Background: an optimization exercise with open tools, aiming at small area and a short achievable clock period. Do not read the settings as production practice.
No functional check of the RTL was part of any run shown here.
No activity file was given, so power comes from the tool's default toggle rates.

## flow/design.v (module list and top-level ports; edited modules follow where they fit)
// module fmul36_fa: 10 lines
// module fmul36_ha: 9 lines
// module fmul36: 1120 lines
module fmul36 (
    input  wire        clk,
    input  wire        rst,
    input  wire        in_valid,
    input  wire [35:0] a,
    input  wire [35:0] b,
    input  wire [2:0]  rm,
    input  wire        ftz,
    output reg         out_valid,
    output reg  [35:0] result,
    output reg         iv,
    output reg         of,
    output reg         uf,
    output reg         nx
);
  // ...
==> flow/run.sh <==
#!/bin/bash
# synth_recipe.tcl (not shown) runs the flow's synth.tcl, then flattens the netlist and writes it again
# the make line also repeats each setting of config.mk as NAME=value (left out here)
make -C /OpenROAD-flow-scripts/flow DESIGN_CONFIG=/design/flow/config.mk WORK_HOME=/design/flow/orfs CLKGATE_MAP_FILE= SYNTH_SCRIPT=/design/flow/synth_recipe.tcl finish
==> flow/config.mk <==
export PLATFORM = sky130hd
export DESIGN_NAME = fmul36
export DESIGN_NICKNAME = fmul36
export VERILOG_FILES = /design/flow/design.v
export SDC_FILE = /design/flow/constraint.sdc
export NUM_CORES = 4
export LEC_CHECK = 0
export CAP_MARGIN = 20
export CORE_MARGIN = 2
export CORE_UTILIZATION = 65
export SLEW_MARGIN = 20
export SYNTH_HIERARCHICAL = 1
export SYNTH_MINIMUM_KEEP_SIZE = 0
==> flow/constraint.sdc <==
create_clock -name core_clock -period 16.5 [get_ports {clk}]
set_input_delay 3.3000 -clock core_clock [delete_from_list [all_inputs] [get_ports {clk}]]
set_output_delay 3.3000 -clock core_clock [all_outputs]
set_load 0.01 [all_outputs]
==> flow_metrics.tcl, run 1 <==
set metrics [dict create \
    power.leakage_nw 16.41 \
    m1_wl_um 39460 \
    critical_path.reg2reg.startpoint "ks3[1]$_DFF_P_" \
    worst_setup_hold_path_clk_slew_ps 60 \
    floorplan.rows 84 \
    holdPathEnd "ftz4$_DFF_P_" \
    tritoncts_num_sinks 364 \
    count_leader_synth "nor2_1" \
    final_layout_size_suffix_gt1_share_pct 5.710 \
    finalSetupViolations 0 \
    synth-xor-area-share_pct 2.492 \
    worstPathMaxFanout 44 \
    r2r_setup_slack_ps 11410 \
    grt_setup_unrepaired "no" \
    cts_root_buffer "clkbuf_16" \
    dp_hpwl_um 75510 \
    final.signal_inverter_count 115 \
    min_path_type "register to register" \
    worst_hold_path.num_cells 0 \
    fmax_ghz 0.1966 \
    cts_max_level 2 \
    grt_pass1_wl_um 172000 \
    sequential_cell_total 364 \
    largest-register "csa_r" \
    n_fill_cell 3934 \
    register_area_um2 7308 \
    mostFrequentLayoutCells "866 x nor2_1, 630 x fa_1, 347 x dfxtp_1" \
    worst_slack_ps 11410 \
    die_area_um2 55390 \
    layout_commonest_cell "nor2_1" \
    avgSynthCellArea_um2 9.451 \
    ys_seq_area_share_pct 20.95 \
    outcome "complete, no violations" \
    drt_drc_violations_left 0 \
    cts_hold_buffers 0 \
    post-synth-top-area-cell "fa_1" \
]
==> run 2: changes to the inputs <==
--- a/flow/design.v
+++ b/flow/design.v
@@ -84,41 +84,44 @@
             3'd2:    begin rc = {1'b0, !s};       ovf_inf = !s;   end
             3'd3:    begin rc = {1'b0, s};        ovf_inf = s;    end
             3'd4:    begin rc = 2'd3;             ovf_inf = 1'b1; end
             default: begin rc = 2'd3;             ovf_inf = 1'b0; end
         endcase
     end
     wire [26:0] ma = {!a_sub, fa};
     wire [26:0] mb = {!b_sub, fb};
-    function automatic [4:0] lzc27(input [26:0] x);
+    function automatic [4:0] msb27(input [26:0] x);
         integer k;
         begin
-            lzc27 = 5'd0;
+            msb27 = 5'd0;
             for (k = 0; k < 27; k = k + 1)
-                if (x[k]) lzc27 = 5'd26 - k[4:0];
+                if (x[k]) msb27 = k[4:0];
         end
     endfunction
     function automatic [4:0] tzc27(input [26:0] x);
         integer k;
         begin
             tzc27 = 5'd0;
             for (k = 26; k >= 0; k = k - 1)
                 if (x[k]) tzc27 = k[4:0];
         end
     endfunction
-    wire [4:0] lza = lzc27(ma);
-    wire [4:0] lzb = lzc27(mb);
+    wire [4:0] msa = msb27(ma);
+    wire [4:0] msb = msb27(mb);
     wire [4:0] tza = tzc27(ma);
     wire [4:0] tzb = tzc27(mb);
     wire [9:0] xa = a_sub ? 10'd1 : {1'b0, ea};
     wire [9:0] xb = b_sub ? 10'd1 : {1'b0, eb};
-    wire [9:0] xs = xa + xb;
-    wire [5:0] lz = lza + lzb;
     wire [5:0] tzs = {1'b0, tza} + {1'b0, tzb};
+    wire [4:0]  k0   = a_sub ? msa : msb;
+    wire signed [11:0] kt = 12'sd282 - $signed({2'b00, xa}) - $signed({2'b00, xb});
+    wire signed [11:0] d  = $signed({7'd0, k0}) - kt;
+    wire        dneg = (kt > $signed({7'd0, k0}));
+    wire [5:0]  ks   = !dneg ? {1'b0, k0} : ((kt > 12'sd63) ? 6'd63 : kt[5:0]);
     wire [26:0] man = {a_sub, fan};
     wire [26:0] mbn = {b_sub, fbn};
     wire [728:0] pp;
     genvar gi, gj;
     generate
         for (gi = 0; gi < 27; gi = gi + 1) begin : g_ppi
             for (gj = 0; gj < 27; gj = gj + 1) begin : g_ppj
                 assign pp[gi * 27 + gj] = ~(man[gi] | mbn[gj]);
@@ -774,18 +777,18 @@
     fmul36_fa u_fa619 (.x(fc570), .y(fc522), .z(fs571), .s(fs619), .c(fc619));
     fmul36_fa u_fa620 (.x(fs572), .y(fs526), .z(fc571), .s(fs620), .c(fc620));
     fmul36_fa u_fa621 (.x(fc572), .y(fc526), .z(fs573), .s(fs621), .c(fc621));
     fmul36_fa u_fa622 (.x(fc573), .y(fc527), .z(fs574), .s(fs622), .c(fc622));
     fmul36_fa u_fa623 (.x(fc574), .y(pp[701]), .z(pp[727]), .s(fs623), .c(fc623));
     reg          v2;
     reg [53-1:0] csa_r;
     reg [52-1:0] csb_r;
-    reg [9:0]    xs2;
-    reg [5:0]    lz2;
+    reg [11:0]   d2;
+    reg [5:0]    ks2;
     reg [5:0]    tzs2;
     reg          s2, ovf_inf2, ftz2;
     reg [1:0]    rc2;
     reg          sp2, sp_nan2, sp_inf2, sp_iv2;
     always @(posedge clk) begin
         if (rst)
             v2 <= 1'b0;
         else
@@ -890,18 +893,18 @@
         csb_r[44] <= fs617;
         csb_r[45] <= fs618;
         csb_r[46] <= fs619;
         csb_r[47] <= fs620;
         csb_r[48] <= fs621;
         csb_r[49] <= fs622;
         csb_r[50] <= fs623;
         csb_r[51] <= pp[728];
-        xs2      <= xs;
-        lz2      <= lz;
+        d2       <= d;
+        ks2      <= ks;
         tzs2     <= tzs;
         s2       <= s;
         rc2      <= rc;
         ovf_inf2 <= ovf_inf;
         ftz2     <= ftz1;
         sp2      <= sp;
         sp_nan2  <= sp_nan;
         sp_inf2  <= sp_inf;
@@ -1012,44 +1015,40 @@
     assign yr[50] = csb_r[49];
     assign xr[51] = csa_r[51];
     assign yr[51] = csb_r[50];
     assign xr[52] = csa_r[52];
     assign yr[52] = csb_r[51];
     assign xr[53] = 1'b0;
     assign yr[53] = 1'b0;
     wire [53:0] prod = xr + yr;
-    wire signed [11:0] d  = $signed({2'b00, xs2}) - $signed({6'd0, lz2}) - 12'sd256;
-    wire signed [11:0] kt = 12'sd282 - $signed({2'b00, xs2});
-    wire [5:0]  k0   = 6'd26 - lz2;
-    wire        dneg = d[11];
-    wire [5:0]  ks   = !dneg ? k0 : ((kt > 12'sd63) ? 6'd63 : kt[5:0]);
-    wire [9:0]  e1b  = dneg ? 10'd0 : d[9:0];
-    wire        dn1  = (d == -12'sd1);
-    wire        dn2  = (d == -12'sd2);
-    wire        st2  = ({1'b0, tzs2} + 7'd2 < {1'b0, ks});
+    wire        dneg2 = d2[11];
+    wire [9:0]  e1b  = dneg2 ? 10'd0 : d2[9:0];
+    wire        dn1  = (d2 == 12'hFFF);
+    wire        dn2  = (d2 == 12'hFFE);
+    wire        st2  = ({1'b0, tzs2} + 7'd2 < {1'b0, ks2});
     wire [55:0] q    = {prod, 2'b00};
-    wire [55:0] qs   = q >> {ks[5:2], 2'b00};
+    wire [55:0] qs   = q >> {ks2[5:2], 2'b00};
     reg          v3;
     reg [32:0]   w3;
     reg [1:0]    ks3;
     reg [9:0]    e1b3;
     reg          dneg3, dn1_3, dn2_3, st2_3;
     reg          s3, ovf_inf3, ftz3;
     reg [1:0]    rc3;
     reg          sp3, sp_nan3, sp_inf3, sp_iv3;
     always @(posedge clk) begin
         if (rst)
             v3 <= 1'b0;
         else
             v3 <= v2;
         w3       <= qs[32:0];
-        ks3      <= ks[1:0];
+        ks3      <= ks2[1:0];
         e1b3     <= e1b;
-        dneg3    <= dneg;
+        dneg3    <= dneg2;
         dn1_3    <= dn1;
         dn2_3    <= dn2;
         st2_3    <= st2;
         s3       <= s2;
         rc3      <= rc2;
         ovf_inf3 <= ovf_inf2;
         ftz3     <= ftz2;
         sp3      <= sp2;
==> flow/config.mk (replaced) <==
export PLATFORM = sky130hd
export DESIGN_NAME = fmul36
export DESIGN_NICKNAME = fmul36
export VERILOG_FILES = /design/flow/design.v
export SDC_FILE = /design/flow/constraint.sdc
export NUM_CORES = 4
export LEC_CHECK = 0
export CAP_MARGIN = 20
export CORE_MARGIN = 2
export CORE_UTILIZATION = 40
export SLEW_MARGIN = 20
export SYNTH_HIERARCHICAL = 1
export SYNTH_MINIMUM_KEEP_SIZE = 0
==> run 2 against run 1 <==
Against the previous run:
- still clean on timing, DRC and antenna
- combinational power down 7.2%
- area after synthesis down 1.5%
- worst setup slack better by 210 ps
- sequential power about the same
- register-to-register slack better by 210 ps
- first-iteration DRC count down 34%
- worst hold slack better by 10 ps
- synthesized cell count down 2.0%
- wire length down 3.9%
- design area up 0.39%
- flip-flop and latch count up 2
- via count down 8.0%
==> flow_metrics.tcl, run 2 <==
set metrics [dict create \
    outcome "complete, no violations" \
    grt_pass1_wl_um 165400 \
    synthFlopType "dfxtp_1" \
    chipWidth_um 296.8 \
    ys.warnings.count 7 \
    postSynthCellCount 3607 \
    worst_hold_path.num_cells 0 \
    postLayoutCellArea_um2 37860 \
    final.setup_skew_ps 21.31 \
    power.leakage_nw 16.38 \
    largest_reg_flops 53 \
    dpl_worst_slack_ps 11670 \
    critPathArrivalTime_ps 5400 \
    tritoncts_num_sinks 366 \
    layout_commonest_cell "nor2_1" \
    max_stage_delay_ps 560 \
    worst_setup_hold_path_clk_slew_ps 60 \
    cts-resized-gates 0 \
    floorplan.rows 107 \
    synth_cell_type_count 86 \
    numCtsBuffers 43 \
    drt_drc_violations_left 0 \
    period_needed_ps 4875 \
    endpoint_kind "register" \
    finalSetupViolations 0 \
    place_area_um2 36400 \
    largest_registers "csa_r: 53 flops, csb_r: 52 flops" \
    initial_drc_count 2336 \
    critical_path.reg2reg.startpoint "ks3[0]$_DFF_P_" \
    routed_wire_length_per_instance_um 22.32 \
    largest-register "csa_r" \
    clock_path_buffers 3 \
    min_path_type "register to register" \
    die_area_um2 88060 \
    gpl.final_weighted_congestion 0.9412 \
    pin_count_of_the_biggest_net_entering_global_routing 57 \
    cts_hold_buffers 0 \
    dieHeight_um 296.8 \
    synth_area_um2 34280 \
    antenna_violations_before_repair 0 \
    floorplan.initialDensity_pct 40.33 \
    power_density_relative_to_cell_area_nw_per_um2 191.9 \
    final-instance-count-excl-fill 4757 \
    finalNetCount 4400 \
    worst_slew_pin_slew_ps 1016 \
    vdd_drop_max_mv 0.1047 \
    worstRegToRegCells 20 \
    slew-limit-headroom_pct 31.62 \
    startpoint "ks3[0]$_DFF_P_" \
    path_class "register to register" \
    port_buffers 119 \
    synth.cells.most_frequent "872 x nor2_1, 629 x fa_1, 366 x dfxtp_1" \
    mostFrequentLayoutCells "872 x nor2_1, 629 x fa_1, 353 x dfxtp_1" \
    timing_hold_violations_final 0 \
    final_min_period_over_clock_period_pct 29.55 \
    count_of_flip_flops_with_a_built_in_enable_after_synthesis 0 \
    netlist.area_leader.share_pct 36.73 \
    fin_hold_ws_ps 321.9 \
    worst_slack_ps 11620 \
    avgSynthCellArea_um2 9.504 \
    postSynth.asyncResetShare_pct 0 \
    grt_setup_unrepaired "no" \
    cts_tree "done" \
    report.final.slew_viol_count 0 \
    post_synth_main_area_contributors "fa_1 37%, dfxtp_1 21%, nor2_1 9.5%, ha_1 4.0%, nand2_1 2.5%" \
    dpl.cell_count 4681 \
    post_synthesis_sequential_element_count 366 \
    drt_first_pass_iters 6 \
    worstPathMaxFanout 45 \
    timing.hold.worst.start "ftz3$_DFF_P_" \
    postCtsSetupRepairBufs 0 \
    clk_latency_ps 610 \
    tns_ps 0 \
    ys_seq_area_share_pct 21.37 \
    vias_per_cell 5.671 \
    timing.max_cap.violations 0 \
    count_leader_synth "nor2_1" \
    critical_path_required_ps 17020 \
    cp_cell_sequence "buf_4 -> inv_2 -> nand2_1 -> o21ai_4 -> inv_2 -> a211oi_1 -> o211ai_1 -> a21oi_1 -> nor2_1 -> ha_1 -> nand2_1 -> a2111oi_4 -> o211ai_1 -> a211o_1 -> a211oi_4 -> nand3_2 -> nor3_2 -> xnor2_1 -> nor2_1 -> a21oi_1" \
    cts_root_buffer "clkbuf_16" \
    global_route.usage.total_pct 24.04 \
    pin_count 120 \
    synthToLayoutAreaGrowth_pct 10.42 \
    finalWirelength_um 106200 \
    worst_setup_path_start_kind "register" \
    placeableCoreArea_um2 85010 \
    mappedNetlistNets 4425 \
    detail-route-antenna-nets 0 \
    cts_max_level 2 \
    slowest_stage "inv_2" \
    dr_total_vias 26980 \
    fmax_ghz 0.2051 \
    grt_remaining_overflow 0 \
    final_layout_size_suffix_gt1_share_pct 6.118 \
    dp_hpwl_um 72700 \
    post-synth-top-area-cell "fa_1" \
    first_global_vias 28410 \
]
-- run 2: changes by cell type after synthesis, moves of 11 or more --
cell	before	now
and3_1	30	14
nand3_1	88	61
buf_1	59	80
nor3_1	42	26
nand2b_1	13	27
clkbuf_1	166	154
xnor2_1	67	56
-- run 2: final cells by class --
type	count	area [µm²]
clock inverter	20	267.8
inverter	108	405.4
timing repair buffer	173	1597
multi-input combinational	2890	25630
clock buffer	55	1181
fill	8153	47160
sequential	366	7343
antenna	1	2.502
tap	1144	1431
-- run 2: path summary, 6_finish.rpt --
kind	end	slack [ps]
setup / recovery	mr4[25]$_DFF_P_	11620
hold / removal	ftz4$_DFF_P_	320
hold reg to reg	ftz4$_DFF_P_	320
setup reg to reg	mr4[25]$_DFF_P_	11620
-- run 2: metal layers --
| layer | wire length, µm | part of all wire, % | up-vias | GRT usage [%] |
|---|---|---|---|---|
| met5 | 0 | 0 | - | 0 |
| met2 | 49420 | 47 | 1358 | 39.14 |
| li1 | - | - | 11840 | - |
| met4 | 3743 | 3.5 | 0 | 8.920 |
| met3 | 9527 | 9.0 | 249 | 4.842 |
| met1 | 43490 | 41 | 13530 | 31.69 |
-- run 2: modules after synthesis, one instance, submodules excluded --
module / cells / copies in the design / flops+latches / area [µm²]
fmul36: 2957 / 1 / 366 / 21460
fmul36_ha: 1 / 26 / 0 / 12.51
fmul36_fa: 1 / 624 / 0 / 20.02
-- run 2: power breakdown --
part	internal, mW	switching (mW)	leakage [nW]
sequential	1.25	0.168	3.07
combinational	2.01	2.87	12.6
clock	0.561	0.407	0.693
total	3.82	3.44	16.4
-- run 2: cell families (layout without fill, tap and decap cells) --
kind of cell	Yosys count	after routing	synth area share (%)
muxes	110	110	3.814
other	0	1	0
AOI/OAI and AO/OA	564	564	10.62
xor gates and xnor gates	98	98	2.504
and+or+nand+nor	1379	1379	17.04
adders and majority gates	739	739	40.75
buffers and inverters	351	356	3.905
DFF	366	366	21.37
-- run 2: per-stage QoR --
| stage | util, % | power [mW] |
|---|---|---|
| finish | 44.53 | 7.266 |
| global route | 44.53 | 7.885 |
| CTS | 44.52 | 7.225 |
| detailed placement | 42.81 | 6.229 |
| global placement | 42.81 | 6.153 |
| floorplan | - | 4.624 |
-- run 2: critical path, delay by kind of cell, from the launching register on --
kind	cells	cell delay, ps
compound gates	9	2110
simple gates	6	850
flops	1	310
xor+xnor	1	140
fa+ha+maj	1	230
buf+inv	3	1140

==> afterwards: timing with drivers on the ports <==
Ports are ideal in the flow. The routed layouts listed here were re-timed in OpenROAD.
Step 1: set_driving_cell puts a clkbuf_16 on clk and a buf_2 on each other input, an assumption about the parent block.
Step 2, shift: input delay + t, output delay - t, t = (earliest + latest rising clock arrival at the registers) / 2. This alone moves slack from input paths to output paths.
Slacks: ideal ports / drivers / drivers and shift; pairs: ideal ports / drivers.
run | t, ns | setup slack, ns | cell pins on the clock port's net
run 1 | 0.641 | 11.412 / 11.412 / 11.412 | 1
run 2 | 0.659 | 11.625 / 11.625 / 11.625 | 1
After both steps every run listed still meets setup and hold.
